This is an optimization exercise on Yosys and OpenROAD, whose aim is small area, a short achievable clock period and few clock cycles per item, not a production implementation.
Only simulation tests tie the RTL to the original design; equivalence was not proved.

== run A ==
==> flow/design.v (excerpt) <==
module comp_merge (
    input  wire         clk,
    input  wire         rst,            
    input  wire [23:0]  cfg_order,      
    input  wire [3:0]   cfg_spr_pos,    
    input  wire [63:0]  cfg_alpha,      
    input  wire [35:0]  cfg_bg,         
    input  wire         in_valid,
    output wire         in_ready,
    input  wire [8:0]   in_vis,         
    input  wire [17:0]  in_prio,        
    input  wire [71:0]  in_alpha,       
    input  wire [323:0] in_col,         
    output reg          out_valid,
    output wire [35:0]  out_col
);
Size in the first run: ~5,200 cells after synthesis, about 1,100 flip-flops, about 61,000 um^2 of cells after synthesis.
Settings: LEC_CHECK=0, CAP_MARGIN=20, CORE_MARGIN=2, CORE_UTILIZATION=70, SLEW_MARGIN=20; clock period 50.0 ns.
standard.sh (not shown) runs the stock make flow with config.mk's settings and CLKGATE_MAP_FILE= SYNTH_SCRIPT=/design/flow/synth_recipe.tcl, a recipe that flattens the netlist after the stock synthesis.
==> flow/flow/run.sh <==
#!/bin/bash
# The standard layout (the standard.sh: ORFS synthesis to finish, unchanged
# SDC), with optimisation settings passed to ORFS:
#  - SETUP_SLACK_MARGIN: repair_timing aims for this much setup slack against
#    the design's clock, so the critical paths get sized and buffered;
#  - BUFFER_PORTS_ARGS: every input and output port still gets its own buffer,
#    a buf_1 instead of the default cell;
#  - CTS_ARGS: larger sink clusters and no dummy loads in the clock tree.
# All tool output goes to flow_make.log in this folder (ORFS's per-step logs
# stay under orfs/logs).
set -euo pipefail
bash standard.sh \
    SETUP_SLACK_MARGIN=38.8 \
    "BUFFER_PORTS_ARGS=-buffer_cell sky130_fd_sc_hd__buf_1" \
    "CTS_ARGS=-sink_clustering_enable -repair_clock_nets -dont_use_dummy_load -sink_clustering_size 26 -sink_clustering_max_diameter 70" \
    finish > flow_make.log 2>&1
Testbench counts of run A, summed over its fixed seeds: cycles 34,632, pixels 20,480.
## Diff of input files: run B against run A
-- flow/flow/run.sh --
<<< run A, line 12
bash standard.sh \
    SETUP_SLACK_MARGIN=38.8 \
    "BUFFER_PORTS_ARGS=-buffer_cell sky130_fd_sc_hd__buf_1" \
>>> run B, line 12
bash standard.sh \
    SETUP_SLACK_MARGIN=38.5 \
    "BUFFER_PORTS_ARGS=-buffer_cell sky130_fd_sc_hd__buf_1" \
-- flow/config.mk --
<<< run A, line 9
export CORE_MARGIN = 2
export CORE_UTILIZATION = 70
export SLEW_MARGIN = 20
>>> run B, line 9
export CORE_MARGIN = 2
export CORE_UTILIZATION = 55
export SLEW_MARGIN = 20
Findings:
Any difference in wire length of the first global-routing pass between run A and run B is small enough to ignore.
## Diff of input files: run C against run B
-- flow/flow/run.sh --
<<< run B, line 12
bash standard.sh \
    SETUP_SLACK_MARGIN=38.5 \
    "BUFFER_PORTS_ARGS=-buffer_cell sky130_fd_sc_hd__buf_1" \
>>> run C, line 12
bash standard.sh \
    SETUP_SLACK_MARGIN=38.8 \
    "BUFFER_PORTS_ARGS=-buffer_cell sky130_fd_sc_hd__buf_1" \
-- flow/config.mk --
<<< run B, line 9
export CORE_MARGIN = 2
export CORE_UTILIZATION = 55
export SLEW_MARGIN = 20
>>> run C, line 9
export CORE_MARGIN = 2
export CORE_UTILIZATION = 60
export SLEW_MARGIN = 20
==> comparison <==
Taking run B as the reference, in run C number of instances resized during post-cts repair +370%; met3 layer wire length in the routed design +3.3%; pin count of the biggest net entering global routing +119; first-iteration DRC count +906; setup slack +0.20 ns. Looking only at initial standard-cell utilization of the core, and setting everything else aside, the higher value of run B and run C goes to run C. Number of search-and-repair iterations in the first detailed-routing pass sits lower in run C than in run B. Run C ends up with a share of the clock period used by the worst path that is 0.40 points lower than in run B. Setup clock skew after layout down 0.018 ns in run C wrt run B.

* * *

The RTL this note starts from:
==> flow/design.v <==
module comp_merge (
    input  wire         clk,
    input  wire         rst,            
    input  wire [23:0]  cfg_order,      
    input  wire [3:0]   cfg_spr_pos,    
    input  wire [63:0]  cfg_alpha,      
    input  wire [35:0]  cfg_bg,         
    input  wire         in_valid,
    output wire         in_ready,
    input  wire [8:0]   in_vis,         
    input  wire [17:0]  in_prio,        
    input  wire [71:0]  in_alpha,       
    input  wire [323:0] in_col,         
    output reg          out_valid,
    output wire [35:0]  out_col
);
    reg [23:0] order_q;
    reg [3:0]  spr_q;
    reg [63:0] palpha_q;
    reg [35:0] bg_q;
    always @(posedge clk) begin
        order_q  <= cfg_order;
        spr_q    <= cfg_spr_pos;
        palpha_q <= cfg_alpha;
        bg_q     <= cfg_bg;
    end
    reg         s_valid, s_first, k_valid;
    reg [8:0]   s_vis,   k_vis;
    reg [17:0]  s_prio,  k_prio;
    reg [71:0]  s_alpha, k_alpha;
    reg [323:0] s_col,   k_col;
    reg [8:0]   pend;
    assign in_ready = ~k_valid;
    wire acc = in_valid & ~k_valid;
    reg [3:0] pos [0:8];
    integer n, k;
    always @(*) begin
        for (n = 0; n < 8; n = n + 1) begin
            pos[n] = 4'd0;
            for (k = 0; k < 8; k = k + 1)
                pos[n] = pos[n] | ({4{order_q[3*k +: 3] == n[2:0]}} &
                                   ((k < spr_q) ? k[3:0] : k[3:0] + 4'd1));
        end
        pos[8] = spr_q;
    end
    wire [7:0] pa [0:8];                
    genvar g;
    generate
        for (g = 0; g < 8; g = g + 1) begin : g_pa
            assign pa[g] = palpha_q[8*g +: 8];
        end
    endgenerate
    assign pa[8] = 8'd255;
    reg [5:0] key [0:8];
    reg [8:0] lt  [0:8];                
    reg [8:0] opq, skip;
    integer i, j;
    always @(*) begin
        for (i = 0; i < 9; i = i + 1) begin
            key[i]  = {s_prio[2*i +: 2], pos[i]};
            opq[i]  = s_vis[i] & (&s_alpha[8*i +: 8]) & (&pa[i]);
            skip[i] = ~(|s_alpha[8*i +: 8]) | ~(|pa[i]);
        end
        for (i = 0; i < 9; i = i + 1)
            for (j = 0; j < 9; j = j + 1)
                lt[i][j] = (i != j) && (key[i] < key[j]);
    end
    reg [8:0] top, active;
    reg       above;
    always @(*) begin
        for (i = 0; i < 9; i = i + 1) begin
            above = 1'b1;               
            for (j = 0; j < 9; j = j + 1)
                if (j != i && opq[j] && !lt[j][i]) above = 1'b0;
            top[i]    = opq[i] & above;
            active[i] = s_vis[i] & ~skip[i] & ~opq[i] & above;
        end
    end
    wire [8:0] pend_eff = s_first ? active : pend;
    reg  [8:0] sel;
    always @(*) begin
        for (i = 0; i < 9; i = i + 1) begin
            sel[i] = pend_eff[i];
            for (j = 0; j < 9; j = j + 1)
                if (j != i && pend_eff[j] && !lt[i][j]) sel[i] = 1'b0;
        end
    end
    wire last = ((pend_eff & (pend_eff - 9'd1)) == 9'd0);
    reg [35:0] d0_top, p_col;
    reg [7:0]  p_alpha, p_pa;
    always @(*) begin
        d0_top  = 36'd0;
        p_col   = 36'd0;
        p_alpha = 8'd0;
        p_pa    = 8'd0;
        for (i = 0; i < 9; i = i + 1) begin
            d0_top  = d0_top  | ({36{top[i]}} & s_col[36*i +: 36]);
            p_col   = p_col   | ({36{sel[i]}} & s_col[36*i +: 36]);
            p_alpha = p_alpha | ({8{sel[i]}}  & s_alpha[8*i +: 8]);
            p_pa    = p_pa    | ({8{sel[i]}}  & pa[i]);
        end
    end
    wire [35:0] d0 = (|top) ? d0_top : bg_q;
    wire [15:0] av  = p_alpha * p_pa + 16'd127;
    wire [16:0] aw  = av + {8'd0, av[15:8]} + 17'd1;
    wire [7:0]  a1  = aw[15:8];
    wire s_done = s_valid & last;
    wire s_free = ~s_valid | last;
    always @(posedge clk) begin
        if (rst) begin
            s_valid <= 1'b0;
            k_valid <= 1'b0;
        end else begin
            if (s_free) begin
                s_valid <= k_valid | acc;
                k_valid <= 1'b0;
            end else if (acc) begin
                k_valid <= 1'b1;
            end
        end
        if (s_free) begin
            s_first <= 1'b1;
            if (k_valid) begin
                s_vis <= k_vis;  s_prio <= k_prio;  s_alpha <= k_alpha;  s_col <= k_col;
            end else begin
                s_vis <= in_vis; s_prio <= in_prio; s_alpha <= in_alpha; s_col <= in_col;
            end
        end else begin
            s_first <= 1'b0;
            pend    <= pend_eff & ~sel;
        end
        if (!k_valid) begin
            k_vis <= in_vis; k_prio <= in_prio; k_alpha <= in_alpha; k_col <= in_col;
        end
    end
    reg        t_valid, t_start, t_last;
    reg [7:0]  t_a;
    reg [35:0] t_col, t_d0;
    always @(posedge clk) begin
        if (rst) t_valid <= 1'b0;
        else     t_valid <= s_valid;
        t_start <= s_first;
        t_last  <= last;
        t_a     <= a1;
        t_col   <= p_col;
        t_d0    <= d0;
    end
    reg  [35:0] dst;
    wire [35:0] d_in = t_start ? t_d0 : dst;
    wire [35:0] d_new;
    generate
        for (g = 0; g < 3; g = g + 1) begin : g_ch
            wire [11:0] c  = t_col[12*g +: 12];
            wire [11:0] d  = d_in[12*g +: 12];
            wire [12:0] e  = {1'b1, c} - {1'b0, d};           
            wire [20:0] u  = t_a * e - {1'b0, t_a, 12'd0} + 21'd1044607;
            wire [29:0] s  = {u, 8'd0} + u + u[20:8] + 30'd256 + {d, 16'd0};
            assign d_new[12*g +: 12] = s[27:16];
        end
    endgenerate
    always @(posedge clk) begin
        if (rst) out_valid <= 1'b0;
        else     out_valid <= t_valid & t_last;
        if (t_valid) dst <= d_new;
    end
    assign out_col = dst;
endmodule
clock: 50.0 ns
lec_check: 0
cap_margin: 20
core_margin: 2
core_utilization: 55
slew_margin: 20
==> flow/flow/run.sh <==
#!/bin/bash
# The standard layout (the standard.sh: ORFS synthesis to finish, unchanged
# SDC), with two optimisation settings passed to ORFS:
#  - SETUP_SLACK_MARGIN: repair_timing aims for this much setup slack against
#    the design's clock, so the critical paths get sized and buffered;
#  - BUFFER_PORTS_ARGS: every input and output port still gets its own buffer,
#    a buf_1 instead of the default cell.
# All tool output goes to flow_make.log in this folder (ORFS's per-step logs
# stay under orfs/logs).
set -euo pipefail
bash standard.sh \
    SETUP_SLACK_MARGIN=38.5 \
    "BUFFER_PORTS_ARGS=-buffer_cell sky130_fd_sc_hd__buf_1" \
    finish > flow_make.log 2>&1
Testbench counts at the start, summed over its fixed seeds: cycles 34,632, pixels 20,480.
Next try:
==> flow/run.sh (new file) <==
#!/bin/bash
# synth_recipe.tcl (not shown) runs the flow's synth.tcl, then flattens the netlist and writes it again
# the make line also repeats each setting of config.mk as NAME=value (left out here)
make -C /OpenROAD-flow-scripts/flow DESIGN_CONFIG=/design/flow/config.mk WORK_HOME=/design/flow/orfs CLKGATE_MAP_FILE= SYNTH_SCRIPT=/design/flow/synth_recipe.tcl finish
--- a/flow/config.mk
+++ b/flow/config.mk
@@ -10 +10 @@
-export CORE_UTILIZATION = 55
+export CORE_UTILIZATION = 40
removed: flow/flow/run.sh
removed: flow/standard.sh
What happened: The new run produced a clean layout. Routed wire length came out higher by 3.6%. Hold slack degrades by 33 ps. Cell count came out higher by 7.0%. Maximum frequency came out lower by 11%. First-iteration DRC count came out lower by 8.6%. Clock skew came out lower by 14 ps. Final area came out higher by 4.2%. Register-to-register slack degrades by 1800 ps.

## static timing again, ports no longer ideal
No port has a modelled driver above. Below, the same layouts with a new extraction and two added sets of constraints.
Step 1, drivers: a clkbuf_16 drives clk and a buf_2 each remaining input, both assumed.
Step 2 adds t to the input delays and takes it off the output delays; t is the mean of the earliest and latest rising clock arrival at the registers after step 1. Input paths then give back, and output paths get back, about the clock's delay inside the block.
Three values: ideal, step 1, step 2; two values: the first two.
run | shift t [ns] | setup WS [ns] | latest minus earliest clock arrival (ns) | worst register clock-pin slew, ns | worst slew at a driven data input, ns
run A | 0.713 | 38.771 / 38.698 / 38.672 | 0.150 / 0.150 | 0.10 / 0.10 | 0.16
run B | 0.710 | 38.542 / 38.462 / 38.714 | 0.126 / 0.126 | 0.10 / 0.10 | 0.18
run C | 0.737 | 38.742 / 38.665 / 38.700 | 0.111 / 0.111 | 0.10 / 0.10 | 0.19
the first run of note 2 | 0.793 | 38.584 / 38.501 / 38.985 | 0.104 / 0.104 | 0.07 / 0.07 | 0.16
the second run of note 2 | 0.800 | 37.224 / 37.224 / 37.224 | 0.091 / 0.091 | 0.07 / 0.07 | 0.15
After both steps every run listed still meets setup and hold. For run A, which loses most, drivers alone change the setup slack by -0.073 ns; drivers and shift together by -0.099 ns.
